This design comes from an exercise in tuning for small area, a short achievable clock period and few clock cycles per item on the open sky130 flow, not from production work.
No run shown here included a check of the RTL's function; only the layout flow was run.
Power figures rest on the tool's default switching activity, not on a simulated workload.

[flow/run.sh]
#!/bin/bash
# synth_recipe.tcl (not shown) runs the flow's synth.tcl, then flattens the netlist and writes it again
# the make line also repeats each setting of config.mk as NAME=value (left out here)
make -C /OpenROAD-flow-scripts/flow DESIGN_CONFIG=/design/flow/config.mk WORK_HOME=/design/flow/orfs CLKGATE_MAP_FILE= SYNTH_SCRIPT=/design/flow/synth_recipe.tcl finish
[flow/config.mk]
export PLATFORM = sky130hd
export DESIGN_NAME = par_engine
export DESIGN_NICKNAME = par_engine
export VERILOG_FILES = /design/flow/design.v
export SDC_FILE = /design/flow/constraint.sdc
export NUM_CORES = 4
export LEC_CHECK = 0
export CAP_MARGIN = 20
export CORE_MARGIN = 2
export CORE_UTILIZATION = 30
export SLEW_MARGIN = 20
[flow/constraint.sdc]
create_clock -name core_clock -period 22.0 [get_ports {clk}]
set_input_delay 4.4000 -clock core_clock [delete_from_list [all_inputs] [get_ports {clk}]]
set_output_delay 4.4000 -clock core_clock [all_outputs]
set_load 0.01 [all_outputs]
[flow/design.v]
module par_engine (
    input  wire         clk,
    input  wire         rst_n,
    input  wire         in_valid,
    output wire         in_ready,
    input  wire         in_first,
    input  wire         in_last,
    input  wire [1:0]   in_kind,      
    input  wire [3:0]   in_sheet,
    input  wire [127:0] in_data,
    input  wire [1:0]   cfg_nerase,
    input  wire [3:0]   cfg_sx,
    input  wire [3:0]   cfg_sy,
    output reg          out_valid,
    input  wire         out_ready,
    output reg  [127:0] out_a,
    output reg  [127:0] out_b,
    output reg          out_lost
);
    function [7:0] gf_mul;
        input [7:0] a;
        input [7:0] b;
        integer i;
        reg [7:0] p, aa;
        begin
            p  = 8'h00;
            aa = a;
            for (i = 0; i < 8; i = i + 1) begin
                if (b[i]) p = p ^ aa;
                aa = {aa[6:0], 1'b0} ^ (aa[7] ? 8'h1D : 8'h00);
            end
            gf_mul = p;
        end
    endfunction
    function [7:0] gf_w;
        input [3:0] s;
        begin
            case (s)
                4'd0: gf_w = 8'h01;
                4'd1: gf_w = 8'h02;
                4'd2: gf_w = 8'h04;
                4'd3: gf_w = 8'h08;
                4'd4: gf_w = 8'h10;
                4'd5: gf_w = 8'h20;
                4'd6: gf_w = 8'h40;
                4'd7: gf_w = 8'h80;
                4'd8: gf_w = 8'h1D;
                4'd9: gf_w = 8'h3A;
                4'd10: gf_w = 8'h74;
                4'd11: gf_w = 8'hE8;
                4'd12: gf_w = 8'hCD;
                4'd13: gf_w = 8'h87;
                4'd14: gf_w = 8'h13;
                4'd15: gf_w = 8'h26;
            endcase
        end
    endfunction
    function [7:0] gf_k;
        input [1:0] n;
        input [3:0] sx;
        input [3:0] sy;
        begin
            if (n == 2'd0)
                gf_k = 8'h01;
            else if (n == 2'd1)
                case (sx)
                    4'd0: gf_k = 8'h01;
                    4'd1: gf_k = 8'h8E;
                    4'd2: gf_k = 8'h47;
                    4'd3: gf_k = 8'hAD;
                    4'd4: gf_k = 8'hD8;
                    4'd5: gf_k = 8'h6C;
                    4'd6: gf_k = 8'h36;
                    4'd7: gf_k = 8'h1B;
                    4'd8: gf_k = 8'h83;
                    4'd9: gf_k = 8'hCF;
                    4'd10: gf_k = 8'hE9;
                    4'd11: gf_k = 8'hFA;
                    4'd12: gf_k = 8'h7D;
                    4'd13: gf_k = 8'hB0;
                    4'd14: gf_k = 8'h58;
                    4'd15: gf_k = 8'h2C;
                endcase
            else
                case ({sx, sy})
                    8'h00: gf_k = 8'h00;
                    8'h01: gf_k = 8'hF4;
                    8'h02: gf_k = 8'hA7;
                    8'h03: gf_k = 8'h9D;
                    8'h04: gf_k = 8'h72;
                    8'h05: gf_k = 8'hED;
                    8'h06: gf_k = 8'h5F;
                    8'h07: gf_k = 8'h54;
                    8'h08: gf_k = 8'hA0;
                    8'h09: gf_k = 8'hA9;
                    8'h0A: gf_k = 8'hFB;
                    8'h0B: gf_k = 8'h74;
                    8'h0C: gf_k = 8'h85;
                    8'h0D: gf_k = 8'hE4;
                    8'h0E: gf_k = 8'hC0;
                    8'h0F: gf_k = 8'h8A;
                    8'h10: gf_k = 8'hF4;
                    8'h11: gf_k = 8'h00;
                    8'h12: gf_k = 8'h7A;
                    8'h13: gf_k = 8'hDD;
                    8'h14: gf_k = 8'hC0;
                    8'h15: gf_k = 8'h39;
                    8'h16: gf_k = 8'hF8;
                    8'h17: gf_k = 8'hA1;
                    8'h18: gf_k = 8'h2A;
                    8'h19: gf_k = 8'h50;
                    8'h1A: gf_k = 8'hDA;
                    8'h1B: gf_k = 8'hF3;
                    8'h1C: gf_k = 8'h3A;
                    8'h1D: gf_k = 8'hCC;
                    8'h1E: gf_k = 8'h72;
                    8'h1F: gf_k = 8'h60;
                    8'h20: gf_k = 8'hA7;
                    8'h21: gf_k = 8'h7A;
                    8'h22: gf_k = 8'h00;
                    8'h23: gf_k = 8'h3D;
                    8'h24: gf_k = 8'hE0;
                    8'h25: gf_k = 8'h60;
                    8'h26: gf_k = 8'h92;
                    8'h27: gf_k = 8'h7C;
                    8'h28: gf_k = 8'hDE;
                    8'h29: gf_k = 8'h15;
                    8'h2A: gf_k = 8'h28;
                    8'h2B: gf_k = 8'h6D;
                    8'h2C: gf_k = 8'hF7;
                    8'h2D: gf_k = 8'h1D;
                    8'h2E: gf_k = 8'h66;
                    8'h2F: gf_k = 8'h39;
                    8'h30: gf_k = 8'h9D;
                    8'h31: gf_k = 8'hDD;
                    8'h32: gf_k = 8'h3D;
                    8'h33: gf_k = 8'h00;
                    8'h34: gf_k = 8'h90;
                    8'h35: gf_k = 8'h70;
                    8'h36: gf_k = 8'h30;
                    8'h37: gf_k = 8'h49;
                    8'h38: gf_k = 8'h3E;
                    8'h39: gf_k = 8'h6F;
                    8'h3A: gf_k = 8'h84;
                    8'h3B: gf_k = 8'h14;
                    8'h3C: gf_k = 8'hB8;
                    8'h3D: gf_k = 8'hF5;
                    8'h3E: gf_k = 8'h80;
                    8'h3F: gf_k = 8'h33;
                    8'h40: gf_k = 8'h72;
                    8'h41: gf_k = 8'hC0;
                    8'h42: gf_k = 8'hE0;
                    8'h43: gf_k = 8'h90;
                    8'h44: gf_k = 8'h00;
                    8'h45: gf_k = 8'h48;
                    8'h46: gf_k = 8'h38;
                    8'h47: gf_k = 8'h18;
                    8'h48: gf_k = 8'hAA;
                    8'h49: gf_k = 8'h1F;
                    8'h4A: gf_k = 8'hB9;
                    8'h4B: gf_k = 8'h42;
                    8'h4C: gf_k = 8'h0A;
                    8'h4D: gf_k = 8'h5C;
                    8'h4E: gf_k = 8'hF4;
                    8'h4F: gf_k = 8'h40;
                    8'h50: gf_k = 8'hED;
                    8'h51: gf_k = 8'h39;
                    8'h52: gf_k = 8'h60;
                    8'h53: gf_k = 8'h70;
                    8'h54: gf_k = 8'h48;
                    8'h55: gf_k = 8'h00;
                    8'h56: gf_k = 8'h24;
                    8'h57: gf_k = 8'h1C;
                    8'h58: gf_k = 8'h0C;
                    8'h59: gf_k = 8'h55;
                    8'h5A: gf_k = 8'h81;
                    8'h5B: gf_k = 8'hD2;
                    8'h5C: gf_k = 8'h21;
                    8'h5D: gf_k = 8'h05;
                    8'h5E: gf_k = 8'h2E;
                    8'h5F: gf_k = 8'h7A;
                    8'h60: gf_k = 8'h5F;
                    8'h61: gf_k = 8'hF8;
                    8'h62: gf_k = 8'h92;
                    8'h63: gf_k = 8'h30;
                    8'h64: gf_k = 8'h38;
                    8'h65: gf_k = 8'h24;
                    8'h66: gf_k = 8'h00;
                    8'h67: gf_k = 8'h12;
                    8'h68: gf_k = 8'h0E;
                    8'h69: gf_k = 8'h06;
                    8'h6A: gf_k = 8'hA4;
                    8'h6B: gf_k = 8'hCE;
                    8'h6C: gf_k = 8'h69;
                    8'h6D: gf_k = 8'h9E;
                    8'h6E: gf_k = 8'h8C;
                    8'h6F: gf_k = 8'h17;
                    8'h70: gf_k = 8'h54;
                    8'h71: gf_k = 8'hA1;
                    8'h72: gf_k = 8'h7C;
                    8'h73: gf_k = 8'h49;
                    8'h74: gf_k = 8'h18;
                    8'h75: gf_k = 8'h1C;
                    8'h76: gf_k = 8'h12;
                    8'h77: gf_k = 8'h00;
                    8'h78: gf_k = 8'h09;
                    8'h79: gf_k = 8'h07;
                    8'h7A: gf_k = 8'h03;
                    8'h7B: gf_k = 8'h52;
                    8'h7C: gf_k = 8'h67;
                    8'h7D: gf_k = 8'hBA;
                    8'h7E: gf_k = 8'h4F;
                    8'h7F: gf_k = 8'h46;
                    8'h80: gf_k = 8'hA0;
                    8'h81: gf_k = 8'h2A;
                    8'h82: gf_k = 8'hDE;
                    8'h83: gf_k = 8'h3E;
                    8'h84: gf_k = 8'hAA;
                    8'h85: gf_k = 8'h0C;
                    8'h86: gf_k = 8'h0E;
                    8'h87: gf_k = 8'h09;
                    8'h88: gf_k = 8'h00;
                    8'h89: gf_k = 8'h8A;
                    8'h8A: gf_k = 8'h8D;
                    8'h8B: gf_k = 8'h8F;
                    8'h8C: gf_k = 8'h29;
                    8'h8D: gf_k = 8'hBD;
                    8'h8E: gf_k = 8'h5D;
                    8'h8F: gf_k = 8'hA9;
                    8'h90: gf_k = 8'hA9;
                    8'h91: gf_k = 8'h50;
                    8'h92: gf_k = 8'h15;
                    8'h93: gf_k = 8'h6F;
                    8'h94: gf_k = 8'h1F;
                    8'h95: gf_k = 8'h55;
                    8'h96: gf_k = 8'h06;
                    8'h97: gf_k = 8'h07;
                    8'h98: gf_k = 8'h8A;
                    8'h99: gf_k = 8'h00;
                    8'h9A: gf_k = 8'h45;
                    8'h9B: gf_k = 8'hC8;
                    8'h9C: gf_k = 8'hC9;
                    8'h9D: gf_k = 8'h9A;
                    8'h9E: gf_k = 8'hD0;
                    8'h9F: gf_k = 8'hA0;
                    8'hA0: gf_k = 8'hFB;
                    8'hA1: gf_k = 8'hDA;
                    8'hA2: gf_k = 8'h28;
                    8'hA3: gf_k = 8'h84;
                    8'hA4: gf_k = 8'hB9;
                    8'hA5: gf_k = 8'h81;
                    8'hA6: gf_k = 8'hA4;
                    8'hA7: gf_k = 8'h03;
                    8'hA8: gf_k = 8'h8D;
                    8'hA9: gf_k = 8'h45;
                    8'hAA: gf_k = 8'h00;
                    8'hAB: gf_k = 8'hAC;
                    8'hAC: gf_k = 8'h64;
                    8'hAD: gf_k = 8'hEA;
                    8'hAE: gf_k = 8'h4D;
                    8'hAF: gf_k = 8'h68;
                    8'hB0: gf_k = 8'h74;
                    8'hB1: gf_k = 8'hF3;
                    8'hB2: gf_k = 8'h6D;
                    8'hB3: gf_k = 8'h14;
                    8'hB4: gf_k = 8'h42;
                    8'hB5: gf_k = 8'hD2;
                    8'hB6: gf_k = 8'hCE;
                    8'hB7: gf_k = 8'h52;
                    8'hB8: gf_k = 8'h8F;
                    8'hB9: gf_k = 8'hC8;
                    8'hBA: gf_k = 8'hAC;
                    8'hBB: gf_k = 8'h00;
                    8'hBC: gf_k = 8'h56;
                    8'hBD: gf_k = 8'h32;
                    8'hBE: gf_k = 8'h75;
                    8'hBF: gf_k = 8'hA8;
                    8'hC0: gf_k = 8'h85;
                    8'hC1: gf_k = 8'h3A;
                    8'hC2: gf_k = 8'hF7;
                    8'hC3: gf_k = 8'hB8;
                    8'hC4: gf_k = 8'h0A;
                    8'hC5: gf_k = 8'h21;
                    8'hC6: gf_k = 8'h69;
                    8'hC7: gf_k = 8'h67;
                    8'hC8: gf_k = 8'h29;
                    8'hC9: gf_k = 8'hC9;
                    8'hCA: gf_k = 8'h64;
                    8'hCB: gf_k = 8'h56;
                    8'hCC: gf_k = 8'h00;
                    8'hCD: gf_k = 8'h2B;
                    8'hCE: gf_k = 8'h19;
                    8'hCF: gf_k = 8'hB4;
                    8'hD0: gf_k = 8'hE4;
                    8'hD1: gf_k = 8'hCC;
                    8'hD2: gf_k = 8'h1D;
                    8'hD3: gf_k = 8'hF5;
                    8'hD4: gf_k = 8'h5C;
                    8'hD5: gf_k = 8'h05;
                    8'hD6: gf_k = 8'h9E;
                    8'hD7: gf_k = 8'hBA;
                    8'hD8: gf_k = 8'hBD;
                    8'hD9: gf_k = 8'h9A;
                    8'hDA: gf_k = 8'hEA;
                    8'hDB: gf_k = 8'h32;
                    8'hDC: gf_k = 8'h2B;
                    8'hDD: gf_k = 8'h00;
                    8'hDE: gf_k = 8'h9B;
                    8'hDF: gf_k = 8'h82;
                    8'hE0: gf_k = 8'hC0;
                    8'hE1: gf_k = 8'h72;
                    8'hE2: gf_k = 8'h66;
                    8'hE3: gf_k = 8'h80;
                    8'hE4: gf_k = 8'hF4;
                    8'hE5: gf_k = 8'h2E;
                    8'hE6: gf_k = 8'h8C;
                    8'hE7: gf_k = 8'h4F;
                    8'hE8: gf_k = 8'h5D;
                    8'hE9: gf_k = 8'hD0;
                    8'hEA: gf_k = 8'h4D;
                    8'hEB: gf_k = 8'h75;
                    8'hEC: gf_k = 8'h19;
                    8'hED: gf_k = 8'h9B;
                    8'hEE: gf_k = 8'h00;
                    8'hEF: gf_k = 8'hC3;
                    8'hF0: gf_k = 8'h8A;
                    8'hF1: gf_k = 8'h60;
                    8'hF2: gf_k = 8'h39;
                    8'hF3: gf_k = 8'h33;
                    8'hF4: gf_k = 8'h40;
                    8'hF5: gf_k = 8'h7A;
                    8'hF6: gf_k = 8'h17;
                    8'hF7: gf_k = 8'h46;
                    8'hF8: gf_k = 8'hA9;
                    8'hF9: gf_k = 8'hA0;
                    8'hFA: gf_k = 8'h68;
                    8'hFB: gf_k = 8'hA8;
                    8'hFC: gf_k = 8'hB4;
                    8'hFD: gf_k = 8'h82;
                    8'hFE: gf_k = 8'hC3;
                    8'hFF: gf_k = 8'h00;
                endcase
        end
    endfunction
    reg          s1_v;
    reg          s1_first;
    reg          s1_last;
    reg  [1:0]   s1_kind;
    reg  [3:0]   s1_sheet;
    reg  [127:0] s1_d;
    reg  [1:0]   g_n;
    reg  [3:0]   g_sx;
    reg  [3:0]   g_sy;
    reg  [127:0] acc_a;
    reg  [127:0] acc_b;
    reg          g_sp;
    reg          g_sq;
    reg          a_done;      
    wire take = in_valid && in_ready;
    assign in_ready = !((a_done || (s1_v && s1_last)) && out_valid);
    always @(posedge clk) begin
        s1_v     <= rst_n && take;
        s1_first <= in_first;
        s1_last  <= in_last;
        s1_kind  <= in_kind;
        s1_sheet <= in_sheet;
        s1_d     <= in_data;
        if (take && in_first) begin
            g_n  <= cfg_nerase;
            g_sx <= cfg_sx;
            g_sy <= cfg_sy;
        end
    end
    wire       n0 = (g_n == 2'd0);
    wire       n1 = (g_n == 2'd1);
    wire       n2 = g_n[1];
    wire [7:0] k  = gf_k(g_n, g_sx, g_sy);
    wire [7:0] y  = n2 ? gf_w(g_sy) : 8'h00;
    wire is_d = (s1_kind == 2'd0);
    wire is_p = (s1_kind == 2'd1);
    wire is_q = (s1_kind == 2'd2);
    reg [7:0] v;
    always @(*) begin
        case (s1_kind)
            2'd0:    v = gf_w(s1_sheet) ^ y;
            2'd1:    v = y;
            2'd2:    v = {7'd0, !n0};
            default: v = 8'h00;
        endcase
    end
    wire [7:0] coef = s1_v ? gf_mul(v, k) : 8'h00;
    wire       binc = s1_v && (is_d || (is_p && !n0));
    wire       clr  = s1_v && s1_first;
    reg [127:0] nxt_a;
    reg [127:0] nxt_b;
    integer l;
    always @(*) begin
        for (l = 0; l < 16; l = l + 1)
            nxt_a[8*l +: 8] = (clr ? 8'h00 : acc_a[8*l +: 8]) ^ gf_mul(s1_d[8*l +: 8], coef);
        nxt_b = (clr ? 128'd0 : acc_b) ^ (binc ? s1_d : 128'd0);
    end
    wire nxt_sp = (!clr && g_sp) || (s1_v && is_p);
    wire nxt_sq = (!clr && g_sq) || (s1_v && is_q);
    wire res_lost = n1 ? !(nxt_sp || nxt_sq) : n2 ? !(nxt_sp && nxt_sq) : 1'b0;
    wire a_from_b = n0 || (n1 && nxt_sp);
    wire [127:0] res_a = res_lost ? 128'd0 : (a_from_b ? nxt_b : nxt_a);
    wire [127:0] res_b = (res_lost || n1) ? 128'd0 : n0 ? nxt_a : (nxt_a ^ nxt_b);
    wire fin      = (s1_v && s1_last) || a_done;
    wire out_free = !out_valid || out_ready;
    wire out_load = fin && out_free;
    always @(posedge clk) begin
        acc_a <= nxt_a;
        acc_b <= nxt_b;
        g_sp  <= nxt_sp;
        g_sq  <= nxt_sq;
        if (out_load) begin
            out_a    <= res_a;
            out_b    <= res_b;
            out_lost <= res_lost;
        end
        if (!rst_n) begin
            a_done    <= 1'b0;
            out_valid <= 1'b0;
        end else begin
            a_done    <= fin && !out_free;
            out_valid <= out_load || (out_valid && !out_ready);
        end
    end
endmodule
==> key figures, run 1 <==
Synth
  • Post-synth top area share: between 10% and 20%
  • Commonest cells in the netlist: 1170 x nand2_1, 899 x xnor2_1, 476 x nor2_1, 425 x dfxtp_1, 409 x xor2_1
  • Mapped Nets: 6209
  • Register area share after synthesis: 32.69%
  • Yosys top cell by area: dfxtp_1
  • Syn Inst Count: 6037
  • Top FF cell, synth: dfxtp_1
  • Async set-reset flop share out of synthesis: 0%
  • Synth unique cells: 104
  • Yosys warning total: 1
  • Largest cells by area after synthesis: dfxtp_1 17%, edfxtp_1 16%, xnor2_1 16%
  • Count leader, synth: nand2_1
  • Mapped Area: 0.05055 mm²
  • Seq cells post-synth: 692
  • EDFF count, synth: 267
  • Mean Syn Cell Area: 8.374 µm²

Timing
  • Least-Margin Pin Slew: roughly 1.1 ns
  • Setup-failing EPs final: 0
  • Final setup TNS: 0 ns
  • Period utilization: a little under two fifths
  • Minimum clock period: 8.448 ns
  • Fmax: roughly 120 MHz
  • Final Hold Viols: 0
  • RSZ-0062 raised after global routing: no
  • Slew headroom: 26.42%
  • Final Skew: 0.04028 ns
  • Max Slew Vio Count: 0

Placement
  • RePlAce Congestion: 0.8899
  • Port Buf Inserts: 408
  • Dpl hpwl: 129800 µm

Power and ir drop
  • LEAKAGE: 21.38 nW
  • VDD IR max: 0.07684 mV
  • Power Dens Cells: between 100 and 150 mW/mm²
  • Pwr Total: 6.690 mW

Die
  • IO Count: 409
  • Die Y: 414.5 µm
  • Cell Rows: 150
  • Placeable core region: about 0.17 mm²
  • Initial Util: 30.23%
  • Die width: 414.5 µm
  • Overall die area: 0.1718 mm²

Clock network
  • Cts bufs inserted: 86
  • Root Driver: clkbuf_16
  • Post-CTS Hold Fix Bufs: 0
  • Clock Sinks: roughly 690
  • Cells resized by post-CTS repair: 0
  • H-tree depth: 3
  • CTS tree: yes
  • Setup bufs post-CTS: 0
  • Worst skew pair latency: between 0.7 and 0.8 ns
  • Worst-path clk slew: 0.06 ns
  • CTS Buffer Depth: 3

Critical path
  • Crit path max fanout: 17
  • CP Launch Type: primary input
  • CP Class: primary input to flop
  • CP Data Arrival Time: 9.04 ns
  • Required @ worst endpoint: 22.59 ns
  • CP endpoint kind: flop

Detailed routing
  • DRT antenna net count: 0
  • Via density: 5.341
  • Drt initial violations: 4997
  • Wire length per cell: between 20 and 25 µm
  • DRC Markers: 0
  • Vias: 44800
  • WL final: 200800 µm
  • First-pass DRT Iterations: 6

GRT
  • First-pass GRT wire length: 292300 µm
  • Gr ovfl total: 0
  • GRT Util Overall: between 20 and 25%
  • Antenna violations before repair: 10
  • Vias in the first global route: 43170
  • Largest net degree at the start of global routing: 100

Final layout
  • Layout Utilization: between 30% and 40%
  • Final #Nets: 6282
  • Area growth syn-to-layout: 17.05%
  • Layout cells sized above 1: 5.565%

Flow run
  • Max_cap viols: 0

Hold path
  • HP Class: flop to flop

Outcome
  • Status: complete, no violations
## area by class of cell
type | count | area (µm²)
Clock inverter | 45 | 563.0
Inverter | 139 | 524.3
Tap cell | 2204 | 2758
Multi-Input combinational cell | 4692 | 31620
Timing Repair Buffer | 499 | 4780
Fill cell | 16960 | 108100
Antenna cell | 2 | 5.005
Clock buffer | 115 | 2395
Sequential cell | 692 | 16530
## critical path: stages
cell             delay, ns
clkdlybuf4s50_1       0.41
nand3_1               0.08
buf_4                 0.28
inv_1                 0.34
nand2_1               0.16
nand2_1               0.53
inv_1                 0.67
ha_1                  0.80
nand2_1               0.26
a31o_2                0.31
a21oi_1               0.35
a21oi_1               0.13
o211ai_1              0.16
o21ai_0               0.10
## layer usage
metal	vias up	wire [µm]	global-route usage, %
met4	4	9501	10.62
met3	457	16030	4.214
met2	2105	93320	36.90
met1	21770	81890	28.31
met5	-	21	0
li1	20460	-	-
## logic make-up (layout without fill, tap and decap cells)
kind of cell / count (synthesis) / after routing / share of synthesized area [%]
compound gates: 1136 / 1136 / 14.57
xor+xnor: 1463 / 1463 / 29.46
fa+ha+maj: 22 / 22 / 0.5445
buf+inv: 653 / 798 / 5.373
flops: 692 / 692 / 32.69
mux: 29 / 29 / 0.6089
other cells: 0 / 2 / 0
simple gates: 2042 / 2042 / 16.76
## sequential cells by signal (all words and copies together) (netlist names), named ones only
signal                                            count
acc_a                                               128
acc_b                                               128
out_a                                               128
out_b                                               128
s1_d                                                128
gf_w$func$/design/flow/design.v:378$5473.$result      8
g_sx                                                  4
g_sy                                                  4
g_n                                                   2
s1_kind                                               2
a_done                                                1
g_sp                                                  1
g_sq                                                  1
out_lost                                              1
out_valid                                             1
s1_first                                              1
s1_last                                               1
s1_v                                                  1
## layout by cell type, fill, tap and decap left out, types with 15 or more instances in the layout
master,count
nand2_1,1164
mux2i_1,18
nand3_1,136
o22ai_1,41
buf_4,90
a22o_1,51
clkbuf_1,19
a211oi_1,35
dfxtp_1,423
o211ai_1,68
or3_1,17
edfxtp_1,267
xnor3_1,126
nor2_1,470
ha_1,22
inv_1,131
a32oi_1,23
a22oi_1,57
a21oi_1,207
clkbuf_16,89
nor3_1,95
a31oi_1,25
xnor2_1,898
clkdlybuf4s50_1,408
and2_1,20
a311oi_1,15
o2111ai_1,20
xor2_1,407
o221ai_1,24
a221oi_1,26
o311ai_0,20
nand4_1,28
o21ai_0,387
## power by group
| group | leakage [nW] | internal, mW | switching (mW) |
|---|---|---|---|
| Combinational | 13.9 | 1.44 | 1.98 |
| Clock | 1.43 | 0.879 | 0.626 |
| Sequential | 6.08 | 1.65 | 0.124 |
## final timing paths
kind                    from         to  slack (ns)  depth (start not counted)
setup / recovery    in_first       flop       13.55                         14
hold / removal     acc_b[39]  acc_b[39]        0.49                          2
setup reg to reg  s1_kind[1]  out_b[43]       14.69                         16
hold reg to reg    acc_b[39]  acc_b[39]        0.49                          2
## per-stage QoR
stage                     cells  hold slack (ns)  cell area [µm²]  worst slack [ns]
after global placement     8226           0.4750            56210             12.85
after detailed placement   8226           0.4803            56210             12.91
after CTS                  8386           0.4916            59170             13.68
after global routing       8388           0.5036            59170             13.37
final                      8388           0.4927            59170             13.55
after floorplan            6037           0.4678            50550             5.987
==> run 2, diff against run 1 <==
--- a/flow/design.v
+++ b/flow/design.v
@@ -349,7 +349,7 @@
     reg  [3:0]   s1_sheet;
     reg  [127:0] s1_d;
     reg  [1:0]   g_n;
-    reg  [3:0]   g_sx;
+    reg  [7:0]   g_k;         
     reg  [3:0]   g_sy;
     reg  [127:0] acc_a;
     reg  [127:0] acc_b;
@@ -367,14 +367,13 @@
         s1_d     <= in_data;
         if (take && in_first) begin
             g_n  <= cfg_nerase;
-            g_sx <= cfg_sx;
+            g_k  <= gf_k(cfg_nerase, cfg_sx, cfg_sy);
             g_sy <= cfg_sy;
         end
     end
     wire       n0 = (g_n == 2'd0);
     wire       n1 = (g_n == 2'd1);
     wire       n2 = g_n[1];
-    wire [7:0] k  = gf_k(g_n, g_sx, g_sy);
     wire [7:0] y  = n2 ? gf_w(g_sy) : 8'h00;
     wire is_d = (s1_kind == 2'd0);
     wire is_p = (s1_kind == 2'd1);
@@ -388,7 +387,7 @@
             default: v = 8'h00;
         endcase
     end
-    wire [7:0] coef = s1_v ? gf_mul(v, k) : 8'h00;
+    wire [7:0] coef = s1_v ? gf_mul(g_k, v) : 8'h00;
     wire       binc = s1_v && (is_d || (is_p && !n0));
     wire       clr  = s1_v && s1_first;
     reg [127:0] nxt_a;
@@ -396,7 +395,7 @@
     integer l;
     always @(*) begin
         for (l = 0; l < 16; l = l + 1)
-            nxt_a[8*l +: 8] = (clr ? 8'h00 : acc_a[8*l +: 8]) ^ gf_mul(s1_d[8*l +: 8], coef);
+            nxt_a[8*l +: 8] = (clr ? 8'h00 : acc_a[8*l +: 8]) ^ gf_mul(coef, s1_d[8*l +: 8]);
         nxt_b = (clr ? 128'd0 : acc_b) ^ (binc ? s1_d : 128'd0);
     end
     wire nxt_sp = (!clr && g_sp) || (s1_v && is_p);
@@ -406,8 +405,7 @@
     wire [127:0] res_a = res_lost ? 128'd0 : (a_from_b ? nxt_b : nxt_a);
     wire [127:0] res_b = (res_lost || n1) ? 128'd0 : n0 ? nxt_a : (nxt_a ^ nxt_b);
     wire fin      = (s1_v && s1_last) || a_done;
-    wire out_free = !out_valid || out_ready;
-    wire out_load = fin && out_free;
+    wire out_load = fin && !out_valid;
     always @(posedge clk) begin
         acc_a <= nxt_a;
         acc_b <= nxt_b;
@@ -422,7 +420,7 @@
             a_done    <= 1'b0;
             out_valid <= 1'b0;
         end else begin
-            a_done    <= fin && !out_free;
+            a_done    <= fin && out_valid;
             out_valid <= out_load || (out_valid && !out_ready);
         end
     end
==> key figures, run 2 <==
Outcome
  • Status: complete, no violations (unchanged)

Detailed routing
  • First-pass DRT Iterations: 8 (was 6)
  • Drt initial violations: 3438 (was 4997)
  • Via density: 5.033 (was 5.341)
  • WL final: 178900 µm (was 200800 µm)
  • DRC Markers: 0 (unchanged)
  • Wire length per cell: 23.51 µm (was 23.93 µm)
  • DRT antenna net count: 0 (unchanged)
  • Vias: 38310 (was 44800)

Placement
  • Dpl hpwl: 119800 µm (was 129800 µm)
  • Place WS: 13.18 ns (was 12.91 ns)
  • Area post-placement: 0.05175 mm² (was 0.05621 mm²)
  • RePlAce Congestion: 0.8667 (was 0.8899)
  • Inst Count DP: 7440 (was 8226)
  • Port Buf Inserts: 408 (unchanged)

Power and ir drop
  • Gate power share: 55.0% (was 51.1%)
  • Power Dens Cells: 133.5 mW/mm² (was 113.1 mW/mm²)
  • Internal: 4.294 mW (was 3.960 mW)
  • LEAKAGE: 21.23 nW (was 21.38 nW)
  • Switching pwr: 3.016 mW (was 2.730 mW)
  • Pwr Total: 7.310 mW (was 6.690 mW)
  • Switching share of power: 41.26% (was 40.81%)
  • Register share of total power: 24.4% (was 26.4%)
  • VDD IR max: 0.07476 mV (was 0.07684 mV)
  • Clk pwr share: 20.6% (was 22.5%)

Synth
  • Mean Syn Cell Area: 8.631 µm² (was 8.374 µm²)
  • Register area share after synthesis: 35.30% (was 32.69%)
  • Count leader, synth: nand2_1 (unchanged)
  • Synth unique cells: 96 (was 104)
  • Yosys warning total: 1 (unchanged)
  • Yosys top cell by area: dfxtp_1 (unchanged)
  • Mapped Area: 0.04625 mm² (was 0.05055 mm²)
  • Syn Inst Count: 5358 (was 6037)
  • Seq cells post-synth: 680 (was 692)
  • Largest cells by area after synthesis: dfxtp_1 18%, edfxtp_1 18%, xnor2_1 12% (was dfxtp_1 17%, edfxtp_1 16%, xnor2_1 16%)
  • Mapped Nets: 5531 (was 6209)
  • EDFF count, synth: 271 (was 267)
  • Top FF cell, synth: dfxtp_1 (unchanged)
  • Commonest cells in the netlist: 1372 x nand2_1, 616 x xnor2_1, 474 x nor2_1, 409 x dfxtp_1, 333 x clkbuf_1 (was 1170 x nand2_1, 899 x xnor2_1, 476 x nor2_1, 425 x dfxtp_1, 409 x xor2_1)
  • Post-synth top area share: 17.70% (was 16.83%)
  • Async set-reset flop share out of synthesis: 0% (unchanged)

Hold path
  • Hold Crit Depth: 1 (was 2)
  • HP Start: g_sq (was acc_b[39])
  • HP Class: flop to flop (unchanged)
  • Hold EP: g_sq (was acc_b[39])

GRT
  • Antenna violations before repair: 18 (was 10)
  • GRT Util Overall: 22.06% (was 22.45%)
  • First-pass GRT wire length: 257700 µm (was 292300 µm)
  • Gr ovfl total: 0 (unchanged)
  • Largest net degree at the start of global routing: 134 (was 100)
  • Vias in the first global route: 36570 (was 43170)

Final layout
  • Final #Nets: 5656 (was 6282)
  • Cell area after layout: 0.05477 mm² (was 0.05917 mm²)
  • Layout cells sized above 1: 6.875% (was 5.565%)
  • Fin cells: 7612 (was 8388)
  • Area growth syn-to-layout: 18.43% (was 17.05%)
  • Commonest non-fill, non-tap cells in the layout: 1371 x nand2_1, 611 x xnor2_1, 472 x nor2_1 (was 1164 x nand2_1, 898 x xnor2_1, 470 x nor2_1)
  • Commonest non-fill, non-tap cell in the layout: nand2_1 (unchanged)

Critical path
  • R2R Path Start: g_n[1] (was s1_kind[1])
  • Worst R2R Path Depth: 17 (was 16)
  • Crit path max-delay cell type: ha_1 (unchanged)
  • CP endpoint kind: flop (unchanged)
  • CP Class: primary input to flop (unchanged)
  • CP peak stage delay: 1.00 ns (was 0.80 ns)
  • Crit path max fanout: 20 (was 17)
  • R2R Setup Slk: 14.54 ns (was 14.69 ns)
  • CP Launch Type: primary input (unchanged)
  • Required @ worst endpoint: 22.40 ns (was 22.59 ns)
  • Crit path cell chain: clkdlybuf4s50_1 > buf_4 > clkinv_1 > ha_1 > inv_1 > nor2_1 > o21ai_0 > a21oi_1 > a21oi_1 > a31oi_1 > nand3_1 > nand3_1 > o21ai_0 (was clkdlybuf4s50_1 > nand3_1 > buf_4 > inv_1 > nand2_1 > nand2_1 > inv_1 > ha_1 > nand2_1 > a31o_2 > a21oi_1 > a21oi_1 > o211ai_1 > o21ai_0)
  • CP Data Arrival Time: 8.62 ns (was 9.04 ns)
  • R2R Path End: out_b[93] (was out_b[43])

Clock network
  • Root Driver: clkbuf_16 (unchanged)
  • H-tree depth: 3 (unchanged)
  • Clock Sinks: 680 (was 692)
  • Worst-path clk slew: 0.06 ns (about the same)
  • Post-CTS Hold Fix Bufs: 0 (unchanged)
  • CTS Buffer Depth: 3 (unchanged)
  • Cts bufs inserted: 85 (was 86)
  • CTS tree: yes (unchanged)
  • Setup bufs post-CTS: 0 (unchanged)
  • Worst skew pair latency: 0.70 ns (was 0.74 ns)
  • Cells resized by post-CTS repair: 0 (unchanged)

Timing
  • Period utilization: 37.35% (was 38.40%)
  • Fmax: 121.7 MHz (was 118.4 MHz)
  • RSZ-0062 raised after global routing: no (unchanged)
  • Slew headroom: 27.42% (was 26.42%)
  • Least-Margin Pin Slew: 1.089 ns (was 1.104 ns)
  • Minimum clock period: 8.218 ns (was 8.448 ns)
  • Max Slew Vio Count: 0 (unchanged)
  • Final Skew: 0.03679 ns (was 0.04028 ns)
  • Final Hold Viols: 0 (unchanged)
  • Final setup margin: 13.78 ns (was 13.55 ns)
  • Setup-failing EPs final: 0 (unchanged)
  • Final setup TNS: 0 ns (unchanged)

Die
  • Die width: 396.6 µm (was 414.5 µm)
  • Placeable core region: 0.1535 mm² (was 0.1672 mm²)
  • Die Y: 396.6 µm (was 414.5 µm)
  • Cell Rows: 144 (was 150)
  • Overall die area: 0.1573 mm² (was 0.1718 mm²)
  • Initial Util: 30.13% (was 30.23%)
  • IO Count: 409 (unchanged)

Flow run
  • Max_cap viols: 0 (unchanged)
[run 2: power by group through the flow]
stage          Clock (mW)  Sequential [mW]  Combinational, mW
4_1_cts              1.54             1.78               4.00
6_report             1.50             1.79               4.02
3_3_place_gp            0             1.80               3.92
2_1_floorplan           0             1.76               2.94
5_1_grt              1.58             1.81               4.29
3_5_place_dp            0             1.81               3.98
[run 2: metal layers]
layer	vias up	track usage (%)	wire [µm]
met1	18670	31.41	80620
met5	-	0	130
met3	297	4.400	15630
li1	17650	-	-
met4	22	7.163	5397
met2	1678	33.25	77140
[run 2: per-stage QoR]
stage	utilization (%)	hold slack, ns
floorplan	-	0.4274
global placement	33.71	0.4617
detailed placement	33.71	0.4680
CTS	35.66	0.4885
global route	35.66	0.5132
finish	35.68	0.4870
[run 2: worst max path at each step]
stage,from,to,cells past startpoint
floorplan,s1_v,out_a[0],6
global placement,cfg_sy[0],g_k[7],13
detailed placement,cfg_sy[0],g_k[7],13
CTS,cfg_sy[0],g_k[7],13
global route,cfg_sy[0],g_k[7],13
finish,cfg_sy[0],g_k[7],13
[run 2: worst max-delay path: cells and delay by family]
family	cells	cell delay, ns
compound gates	5	0.79
simple gates	3	0.81
fa+ha+maj	1	1.00
buf+inv	4	1.60
[run 2: kinds of logic (layout without fill, tap and decap cells)]
| family | Yosys count | in the layout | synth area share, % |
|---|---|---|---|
| AND/OR/NAND/NOR | 2226 | 2226 | 19.96 |
| XOR/XNOR | 1175 | 1175 | 29.11 |
| flip-flops | 680 | 680 | 35.30 |
| AO/OA/AOI/OAI | 589 | 589 | 7.811 |
| buffers and inverters | 587 | 785 | 5.259 |
| multiplexers | 78 | 78 | 1.932 |
| adder cells (fa/ha/maj) | 23 | 23 | 0.6223 |
| other | 0 | 12 | 0 |
[run 2: cell type report]
class,count,area (µm²)
diodes,12,30.03
clock buffers,114,2380
clock inverters,46,611.8
fillers,15690,98740
inverters,132,495.5
multi-input cells,4091,27650
flip-flops and latches,680,16330
well taps,2044,2557
repair buffers,493,4712
==> run 3, diff against run 2 <==
--- a/flow/config.mk
+++ b/flow/config.mk
@@ -5,6 +5,7 @@
 export SDC_FILE = /design/flow/constraint.sdc
 export NUM_CORES = 4
 export LEC_CHECK = 0
+export ABC_CLOCK_PERIOD_IN_PS = 4000
 export CAP_MARGIN = 20
 export CORE_MARGIN = 2
 export CORE_UTILIZATION = 30
==> key figures, run 3 <==
Die
  • Overall die area: 0.1573 mm² (unchanged)
  • Placeable core region: 0.1535 mm² (unchanged)
  • Initial Util: 30.13% (unchanged)
  • Die width: 396.6 µm (unchanged)
  • Die Y: 396.6 µm (unchanged)
  • Cell Rows: 144 (unchanged)
  • IO Count: 409 (unchanged)

GRT
  • Gr ovfl total: 0 (unchanged)
  • GRT Util Overall: 22.06% (unchanged)
  • Antenna violations before repair: 18 (unchanged)
  • First-pass GRT wire length: 257700 µm (unchanged)
  • Vias in the first global route: 36570 (unchanged)
  • Largest net degree at the start of global routing: 134 (unchanged)

Timing
  • Slew headroom: 27.42% (unchanged)
  • Fmax: 121.7 MHz (unchanged)
  • Max Slew Vio Count: 0 (unchanged)
  • Final setup margin: 13.78 ns (unchanged)
  • Minimum clock period: 8.218 ns (unchanged)
  • Final Skew: 0.03679 ns (unchanged)
  • Final Hold Viols: 0 (unchanged)
  • Final setup TNS: 0 ns (unchanged)
  • Period utilization: 37.35% (unchanged)
  • Setup-failing EPs final: 0 (unchanged)
  • RSZ-0062 raised after global routing: no (unchanged)
  • Least-Margin Pin Slew: 1.089 ns (unchanged)

Final layout
  • Sequential Area: 0.01633 mm² (unchanged)
  • Layout cells sized above 1: 6.875% (unchanged)
  • Commonest non-fill, non-tap cells in the layout: 1371 x nand2_1, 611 x xnor2_1, 472 x nor2_1 (unchanged)
  • Final #Nets: 5656 (unchanged)
  • Fillers: 15690 (unchanged)
  • Fin cells: 7612 (unchanged)
  • Commonest non-fill, non-tap cell in the layout: nand2_1 (unchanged)
  • Area of the multi-input gates: 0.02765 mm² (unchanged)
  • Area growth syn-to-layout: 18.43% (unchanged)

Clock network
  • H-tree depth: 3 (unchanged)
  • CTS tree: yes (unchanged)
  • Cts bufs inserted: 85 (unchanged)
  • Clock Sinks: 680 (unchanged)
  • Worst skew pair latency: 0.70 ns (about the same)
  • CTS Buffer Depth: 3 (unchanged)
  • Post-CTS Hold Fix Bufs: 0 (unchanged)
  • Setup bufs post-CTS: 0 (unchanged)
  • Cells resized by post-CTS repair: 0 (unchanged)
  • Worst-path clk slew: 0.06 ns (about the same)
  • Root Driver: clkbuf_16 (unchanged)

Synth
  • Largest cells by area after synthesis: dfxtp_1 18%, edfxtp_1 18%, xnor2_1 12% (unchanged)
  • Adder-cell area share of the yosys netlist: 0.6223% (unchanged)
  • Register area share after synthesis: 35.30% (unchanged)
  • Yosys warning total: 1 (unchanged)
  • Commonest cells in the netlist: 1372 x nand2_1, 616 x xnor2_1, 474 x nor2_1, 409 x dfxtp_1, 333 x clkbuf_1 (unchanged)
  • Async set-reset flop share out of synthesis: 0% (unchanged)
  • Yosys top cell by area: dfxtp_1 (unchanged)
  • EDFF count, synth: 271 (unchanged)
  • Mapped Nets: 5531 (unchanged)
  • Synth unique cells: 96 (unchanged)
  • Top FF cell, synth: dfxtp_1 (unchanged)
  • Post-synth top area share: 17.70% (unchanged)
  • Mean Syn Cell Area: 8.631 µm² (unchanged)
  • Seq cells post-synth: 680 (unchanged)
  • Multiplexer fraction of the synthesized cell area: 1.932% (unchanged)
  • Main combinational cell family by area after synthesis: XOR/XNOR gates (unchanged)
  • Count leader, synth: nand2_1 (unchanged)
  • Simple-Gate Fraction of Synth Area: 19.96% (unchanged)
  • Mapped Area: 0.04625 mm² (unchanged)
  • Post-synthesis compound-gate area fraction: 7.811% (unchanged)
  • Post-synthesis xor/xnor area fraction: 29.11% (unchanged)
  • Syn Inst Count: 5358 (unchanged)

Placement
  • RePlAce Congestion: 0.8667 (unchanged)
  • Dpl hpwl: 119800 µm (unchanged)
  • Inst Count DP: 7440 (unchanged)
  • Port Buf Inserts: 408 (unchanged)
  • Place WS: 13.18 ns (unchanged)

Critical path
  • Critical Path Sink: g_k[7] (unchanged)
  • Worst R2R Path Depth: 17 (unchanged)
  • Crit path max fanout: 20 (unchanged)
  • R2R Path End: out_b[93] (unchanged)
  • R2R Path Start: g_n[1] (unchanged)
  • CP Launch Type: primary input (unchanged)
  • CP endpoint kind: flop (unchanged)
  • Required @ worst endpoint: 22.40 ns (about the same)
  • CP Data Arrival Time: 8.62 ns (about the same)
  • CP Class: primary input to flop (unchanged)
  • CP startpoint: cfg_sy[0] (unchanged)
  • R2R Setup Slk: 14.54 ns (about the same)

Detailed routing
  • Via density: 5.033 (unchanged)
  • Vias: 38310 (unchanged)
  • Wire length per cell: 23.51 µm (unchanged)
  • First-pass DRT Iterations: 8 (unchanged)
  • DRT antenna net count: 0 (unchanged)
  • DRC Markers: 0 (unchanged)
  • WL final: 178900 µm (unchanged)
  • Drt initial violations: 3438 (unchanged)

Power and ir drop
  • Power Dens Cells: 133.5 mW/mm² (unchanged)
  • VDD IR max: 0.07476 mV (unchanged)
  • Pwr Total: 7.310 mW (unchanged)
  • LEAKAGE: 21.23 nW (unchanged)

Outcome
  • Status: complete, no violations (unchanged)

Hold path
  • HP Class: flop to flop (unchanged)

Flow run
  • Max_cap viols: 0 (unchanged)
[run 3: cell counts after synthesis]
Identical to the previous run, type by type.
[run 3: layout make-up]
| class | count | share of cell area, % |
|---|---|---|
| timing repair buffer | 493 | 8.603 |
| clock buffer | 114 | 4.345 |
| clock inverter | 46 | 1.117 |
| sequential | 680 | 29.82 |
| inverter | 132 | 0.9047 |
| multi-input combinational | 4091 | 50.49 |
| antenna | 12 | 0.05483 |
| tap | 2044 | 4.670 |
[run 3: how the worst min path moves through the flow]
stage / from / end / slack [ns] / cells after the start
finish: g_sq / g_sq / 0.49 / 1
global route: acc_b[87] / acc_b[87] / 0.51 / 2
CTS: g_sq / g_sq / 0.49 / 1
detailed placement: g_sq / g_sq / 0.47 / 1
global placement: g_sq / g_sq / 0.46 / 1
floorplan: g_sq / g_sq / 0.43 / 1
[run 3: logic make-up after synthesis]
group | count (synthesis)
AOI/OAI and AO/OA | 589
xor gates and xnor gates | 1175
adders and majority gates | 23
buffers and inverters | 587
DFF | 680
muxes | 78
and+or+nand+nor | 2226
[run 3: through the flow]
stage / util (%) / cell area (µm²) / hold WS, ns
floorplan: - / 46250 / 0.4274
global placement: 33.71 / 51740 / 0.4617
detailed placement: 33.71 / 51750 / 0.4680
CTS: 35.66 / 54740 / 0.4885
global route: 35.66 / 54740 / 0.5132
finish: 35.68 / 54770 / 0.4870
[run 3: power by group]
part           internal, mW  switching, mW  total [mW]
Combinational          1.74           2.28        4.02
Sequential             1.66          0.129        1.79
Clock                 0.898          0.606        1.50
Total                  4.29           3.02        7.31
[run 3: critical path, stage by stage]
cell and delay (ns):
clkdlybuf4s50_1 0.46, buf_4 0.32, clkinv_1 0.51, ha_1 1.00, inv_1 0.31, nor2_1 0.53, o21ai_0 0.19, a21oi_1 0.21
a21oi_1 0.06, a31oi_1 0.22, nand3_1 0.14, nand3_1 0.14, o21ai_0 0.11
[run 3: metal layers]
layer  global-route usage (%)  vias up  part of all wire [%]
met5                        0        -                 0.073
li1                         -    17650                     -
met2                    33.25     1678                    43
met4                    7.163       22                   3.0
met3                    4.400      297                   8.7
met1                    31.41    18670                    45
==> run 4, diff against run 3 <==
--- a/flow/design.v
+++ b/flow/design.v
@@ -345,11 +345,13 @@
     reg          s1_v;
     reg          s1_first;
     reg          s1_last;
-    reg  [1:0]   s1_kind;
-    reg  [3:0]   s1_sheet;
+    reg  [7:0]   s1_c;        
+    reg          s1_binc;     
+    reg          s1_p;
+    reg          s1_q;
     reg  [127:0] s1_d;
     reg  [1:0]   g_n;
-    reg  [7:0]   g_k;         
+    reg  [3:0]   g_sx;
     reg  [3:0]   g_sy;
     reg  [127:0] acc_a;
     reg  [127:0] acc_b;
@@ -358,37 +360,41 @@
     reg          a_done;      
     wire take = in_valid && in_ready;
     assign in_ready = !((a_done || (s1_v && s1_last)) && out_valid);
+    wire [1:0] c_n  = in_first ? cfg_nerase : g_n;
+    wire [3:0] c_sx = in_first ? cfg_sx     : g_sx;
+    wire [3:0] c_sy = in_first ? cfg_sy     : g_sy;
+    wire       c_n0 = (c_n == 2'd0);
+    wire [7:0] c_k  = gf_k(c_n, c_sx, c_sy);
+    wire [7:0] c_y  = c_n[1] ? gf_w(c_sy) : 8'h00;
+    reg [7:0] v;
+    always @(*) begin
+        case (in_kind)
+            2'd0:    v = gf_w(in_sheet) ^ c_y;
+            2'd1:    v = c_y;
+            2'd2:    v = {7'd0, !c_n0};
+            default: v = 8'h00;
+        endcase
+    end
     always @(posedge clk) begin
         s1_v     <= rst_n && take;
         s1_first <= in_first;
         s1_last  <= in_last;
-        s1_kind  <= in_kind;
-        s1_sheet <= in_sheet;
+        s1_c     <= gf_mul(v, c_k);
+        s1_binc  <= (in_kind == 2'd0) || (in_kind == 2'd1 && !c_n0);
+        s1_p     <= (in_kind == 2'd1);
+        s1_q     <= (in_kind == 2'd2);
         s1_d     <= in_data;
         if (take && in_first) begin
             g_n  <= cfg_nerase;
-            g_k  <= gf_k(cfg_nerase, cfg_sx, cfg_sy);
+            g_sx <= cfg_sx;
             g_sy <= cfg_sy;
         end
     end
     wire       n0 = (g_n == 2'd0);
     wire       n1 = (g_n == 2'd1);
     wire       n2 = g_n[1];
-    wire [7:0] y  = n2 ? gf_w(g_sy) : 8'h00;
-    wire is_d = (s1_kind == 2'd0);
-    wire is_p = (s1_kind == 2'd1);
-    wire is_q = (s1_kind == 2'd2);
-    reg [7:0] v;
-    always @(*) begin
-        case (s1_kind)
-            2'd0:    v = gf_w(s1_sheet) ^ y;
-            2'd1:    v = y;
-            2'd2:    v = {7'd0, !n0};
-            default: v = 8'h00;
-        endcase
-    end
-    wire [7:0] coef = s1_v ? gf_mul(g_k, v) : 8'h00;
-    wire       binc = s1_v && (is_d || (is_p && !n0));
+    wire [7:0] coef = s1_v ? s1_c : 8'h00;
+    wire       binc = s1_v && s1_binc;
     wire       clr  = s1_v && s1_first;
     reg [127:0] nxt_a;
     reg [127:0] nxt_b;
@@ -398,8 +404,8 @@
             nxt_a[8*l +: 8] = (clr ? 8'h00 : acc_a[8*l +: 8]) ^ gf_mul(coef, s1_d[8*l +: 8]);
         nxt_b = (clr ? 128'd0 : acc_b) ^ (binc ? s1_d : 128'd0);
     end
-    wire nxt_sp = (!clr && g_sp) || (s1_v && is_p);
-    wire nxt_sq = (!clr && g_sq) || (s1_v && is_q);
+    wire nxt_sp = (!clr && g_sp) || (s1_v && s1_p);
+    wire nxt_sq = (!clr && g_sq) || (s1_v && s1_q);
     wire res_lost = n1 ? !(nxt_sp || nxt_sq) : n2 ? !(nxt_sp && nxt_sq) : 1'b0;
     wire a_from_b = n0 || (n1 && nxt_sp);
     wire [127:0] res_a = res_lost ? 128'd0 : (a_from_b ? nxt_b : nxt_a);
--- a/flow/config.mk
+++ b/flow/config.mk
@@ -5,7 +5,6 @@
 export SDC_FILE = /design/flow/constraint.sdc
 export NUM_CORES = 4
 export LEC_CHECK = 0
-export ABC_CLOCK_PERIOD_IN_PS = 4000
 export CAP_MARGIN = 20
 export CORE_MARGIN = 2
 export CORE_UTILIZATION = 30
==> key figures, run 4 <==
Outcome
  • Status: complete, no violations (unchanged)

Final layout
  • Final #Nets: 5674 (was 5656)
  • Commonest non-fill, non-tap cells in the layout: 1661 x nand2_1, 986 x xnor2_1, 407 x clkdlybuf4s50_1 (was 1371 x nand2_1, 611 x xnor2_1, 472 x nor2_1)
  • Commonest non-fill, non-tap cell in the layout: nand2_1 (unchanged)
  • Layout cells sized above 1: 5.872% (was 6.875%)
  • Area growth syn-to-layout: 19.28% (was 18.43%)
  • Fin cells: 7491 (was 7612)
  • Fillers: 14710 (was 15690)

Die
  • IO Count: 409 (unchanged)
  • Die Y: 385.8 µm (was 396.6 µm)
  • Placeable core region: 0.1452 mm² (was 0.1535 mm²)
  • Cell Rows: 140 (was 144)
  • Overall die area: 0.1488 mm² (was 0.1573 mm²)
  • Initial Util: 30.11% (was 30.13%)
  • Die width: 385.8 µm (was 396.6 µm)

Clock network
  • Setup bufs post-CTS: 0 (unchanged)
  • Worst-path clk slew: 0.06 ns (about the same)
  • Post-CTS Hold Fix Bufs: 0 (unchanged)
  • Clock Sinks: 669 (was 680)
  • Cts bufs inserted: 82 (was 85)
  • Cells resized by post-CTS repair: 0 (unchanged)
  • CTS Buffer Depth: 3 (unchanged)
  • H-tree depth: 3 (unchanged)
  • Root Driver: clkbuf_16 (unchanged)
  • CTS tree: yes (unchanged)
  • Worst skew pair latency: 0.75 ns (was 0.70 ns)

Timing
  • Minimum clock period: 9.527 ns (was 8.218 ns)
  • RSZ-0062 raised after global routing: no (unchanged)
  • Max Slew Vio Count: 0 (unchanged)
  • Final Skew: 0.05242 ns (was 0.03679 ns)
  • Setup-failing EPs final: 0 (unchanged)
  • Final Hold Viols: 0 (unchanged)
  • Slew headroom: 20.69% (was 27.42%)
  • Fmax: 105.0 MHz (was 121.7 MHz)
  • Least-Margin Pin Slew: 1.179 ns (was 1.089 ns)
  • Final setup TNS: 0 ns (unchanged)
  • Period utilization: 43.31% (was 37.35%)

Detailed routing
  • Drt initial violations: 3521 (was 3438)
  • DRC Markers: 0 (unchanged)
  • DRT antenna net count: 0 (unchanged)
  • Via density: 5.077 (was 5.033)
  • Vias: 38030 (was 38310)
  • First-pass DRT Iterations: 6 (was 8)
  • Wire length per cell: 23.35 µm (was 23.51 µm)
  • WL final: 174900 µm (was 178900 µm)

Critical path
  • CP Launch Type: primary input (unchanged)
  • Required @ worst endpoint: 22.65 ns (was 22.40 ns)
  • Critical Path Sink: s1_c[3] (was g_k[7])
  • R2R Setup Slk: 16.28 ns (was 14.54 ns)
  • CP Class: primary input to flop (unchanged)
  • CP endpoint kind: flop (unchanged)
  • R2R Path End: s1_c[3] (was out_b[93])
  • CP Data Arrival Time: 10.18 ns (was 8.62 ns)
  • CP startpoint: in_first (was cfg_sy[0])
  • Worst R2R Path Depth: 15 (was 17)
  • R2R Path Start: g_sy[0] (was g_n[1])
  • Crit path max fanout: 63 (was 20)

Power and ir drop
  • VDD IR max: 0.06655 mV (was 0.07476 mV)
  • LEAKAGE: 18.03 nW (was 21.23 nW)
  • Power Dens Cells: 145.4 mW/mm² (was 133.5 mW/mm²)

Placement
  • RePlAce Congestion: 0.9199 (was 0.8667)
  • Port Buf Inserts: 408 (unchanged)
  • Inst Count DP: 7332 (was 7440)
  • Dpl hpwl: 116900 µm (was 119800 µm)

GRT
  • Met3 global-route usage: 4.325% (was 4.400%)
  • First-pass GRT wire length: 252400 µm (was 257700 µm)
  • Gr ovfl total: 0 (unchanged)
  • M1 GR Usage: 30.52% (was 31.41%)
  • Largest net degree at the start of global routing: 132 (was 134)
  • GR peak layer: met2 (unchanged)
  • Vias in the first global route: 36280 (was 36570)
  • Antenna violations before repair: 15 (was 18)
  • GR Layer Usage met2: 36.54% (was 33.25%)
  • GRT Util Overall: 22.84% (was 22.06%)

Synth
  • Commonest cells in the netlist: 1666 x nand2_1, 995 x xnor2_1, 402 x dfxtp_1, 319 x clkbuf_1, 309 x xor2_1 (was 1372 x nand2_1, 616 x xnor2_1, 474 x nor2_1, 409 x dfxtp_1, 333 x clkbuf_1)
  • Top FF cell, synth: dfxtp_1 (unchanged)
  • Count leader, synth: nand2_1 (unchanged)
  • Mean Syn Cell Area: 8.148 µm² (was 8.631 µm²)
  • Syn Inst Count: 5366 (was 5358)
  • Seq cells post-synth: 669 (was 680)
  • Mapped Area: 0.04372 mm² (was 0.04625 mm²)
  • Largest cells by area after synthesis: xnor2_1 20%, dfxtp_1 18%, edfxtp_1 18% (was dfxtp_1 18%, edfxtp_1 18%, xnor2_1 12%)
  • Async set-reset flop share out of synthesis: 0% (unchanged)
  • Yosys warning total: 1 (unchanged)
  • Mapped Nets: 5541 (was 5531)
  • Yosys top cell by area: xnor2_1 (was dfxtp_1)
  • Register area share after synthesis: 36.74% (was 35.30%)
  • EDFF count, synth: 267 (was 271)
  • Post-synth top area share: 19.93% (was 17.70%)
  • Synth unique cells: 109 (was 96)

Hold path
  • HP Class: flop to flop (unchanged)
  • HP Start: acc_b[31] (was g_sq)

Flow run
  • Max_cap viols: 0 (unchanged)
## run 4: cell types whose count changed in the layout (fill, tap and decap cells not counted), moves of 65 or more
cell	delta
xnor2_1	+375
nand2_1	+290
nand3_1	-99
xnor3_1	-118
nor2_1	-233
a22oi_1	+65
nor3b_1	-67
a21oi_1	-94
## run 4: through the flow
step / power, mW / utilization, % / hold slack, ns / instance area [µm²] / setup slack (ns)
2_1_floorplan: 4.892 / - / 0.4686 / 43720 / 8.953
3_3_place_gp: 6.039 / 33.88 / 0.4764 / 49200 / 11.82
3_5_place_dp: 6.108 / 33.92 / 0.4788 / 49260 / 11.89
4_1_cts: 7.599 / 35.90 / 0.4903 / 52130 / 12.64
5_1_grt: 8.043 / 35.91 / 0.5069 / 52150 / 12.19
6_report: 7.583 / 35.91 / 0.4892 / 52150 / 12.47
## run 4: cell type report
class / instances / area (µm²) / share of cell area [%]
Multi-Input combinational cell: 4131 / 25600 / 49.08
Sequential cell: 669 / 16070 / 30.80
Timing Repair Buffer: 488 / 4732 / 9.073
Tap cell: 1917 / 2399 / 4.599
Clock buffer: 108 / 2200 / 4.218
Clock inverter: 46 / 661.9 / 1.269
Inverter: 127 / 484.2 / 0.9285
Antenna cell: 5 / 12.51 / 0.02399
## run 4: worst max-delay path, cell delays in order
cell	delay (ns)
buf_2	0.29
buf_4	0.68
mux2i_4	0.32
buf_4	0.62
inv_4	0.25
buf_4	0.42
ha_1	0.35
o221ai_1	0.38
mux2i_4	0.69
xor2_2	0.21
xnor2_1	0.33
nand2b_1	0.12
xnor2_1	0.18
xnor3_1	0.43
xnor2_1	0.22
xnor2_1	0.13
## run 4: worst min path at each step
stage	end	depth (start not counted)
2_1_floorplan	acc_b[0]	2
3_3_place_gp	acc_b[62]	2
3_5_place_dp	acc_b[31]	2
4_1_cts	acc_b[31]	2
5_1_grt	acc_b[17]	2
6_report	acc_b[31]	2
## run 4: logic make-up (layout without fill, tap and decap cells)
group	count (synthesis)	after routing	synth area share [%]
and+or+nand+nor	2071	2071	18.74
xor gates and xnor gates	1319	1319	26.79
DFF	669	669	36.74
AOI/OAI and AO/OA	667	667	10.17
buffers and inverters	566	769	5.411
muxes	49	49	1.431
adders and majority gates	25	25	0.7154
other	0	5	0
## run 4: power breakdown
group | internal (mW) | switching (mW)
Combinational | 1.75 | 2.61
Clock | 0.849 | 0.598
Sequential | 1.65 | 0.123
Total | 4.25 | 3.33
## run 4: layer usage
layer	up-vias	share of wire (%)
met5	-	0.042
met4	12	3.3
met3	292	7.2
met2	1529	46
met1	18730	43
li1	17470	-

-- afterwards: timing with drivers on the ports --
The flow's constraints put no driver on any port. The routed layouts listed below were extracted and timed again, unchanged, in two steps. Step 1 (the two cells are an assumption about what drives the block):
set clk [get_ports {clk}]
set_driving_cell -lib_cell sky130_fd_sc_hd__clkbuf_16 $clk
set_driving_cell -lib_cell sky130_fd_sc_hd__buf_2 [delete_from_list [all_inputs] $clk]
Step 2, shift: input delay + t, output delay - t, t = (earliest + latest rising clock arrival at the registers) / 2. This alone moves slack from input paths to output paths. a / b / c = ideal / step 1 / step 2; a / b = the first two.
run | t (ns) | slack for setup (ns) | worst slew at a driven data input, ns
run 1 | 0.791 | 13.552 / 13.605 / 12.814 | 0.17
run 2 | 0.761 | 13.782 / 13.838 / 13.077 | 0.15
run 3 | 0.761 | 13.782 / 13.838 / 13.077 | 0.15
run 4 | 0.796 | 12.473 / 12.512 / 11.716 | 0.14
After both steps every run listed still meets setup and hold. The setup slack of run 4, which loses most, moves by +0.039 ns with the drivers and by -0.757 ns with both steps.
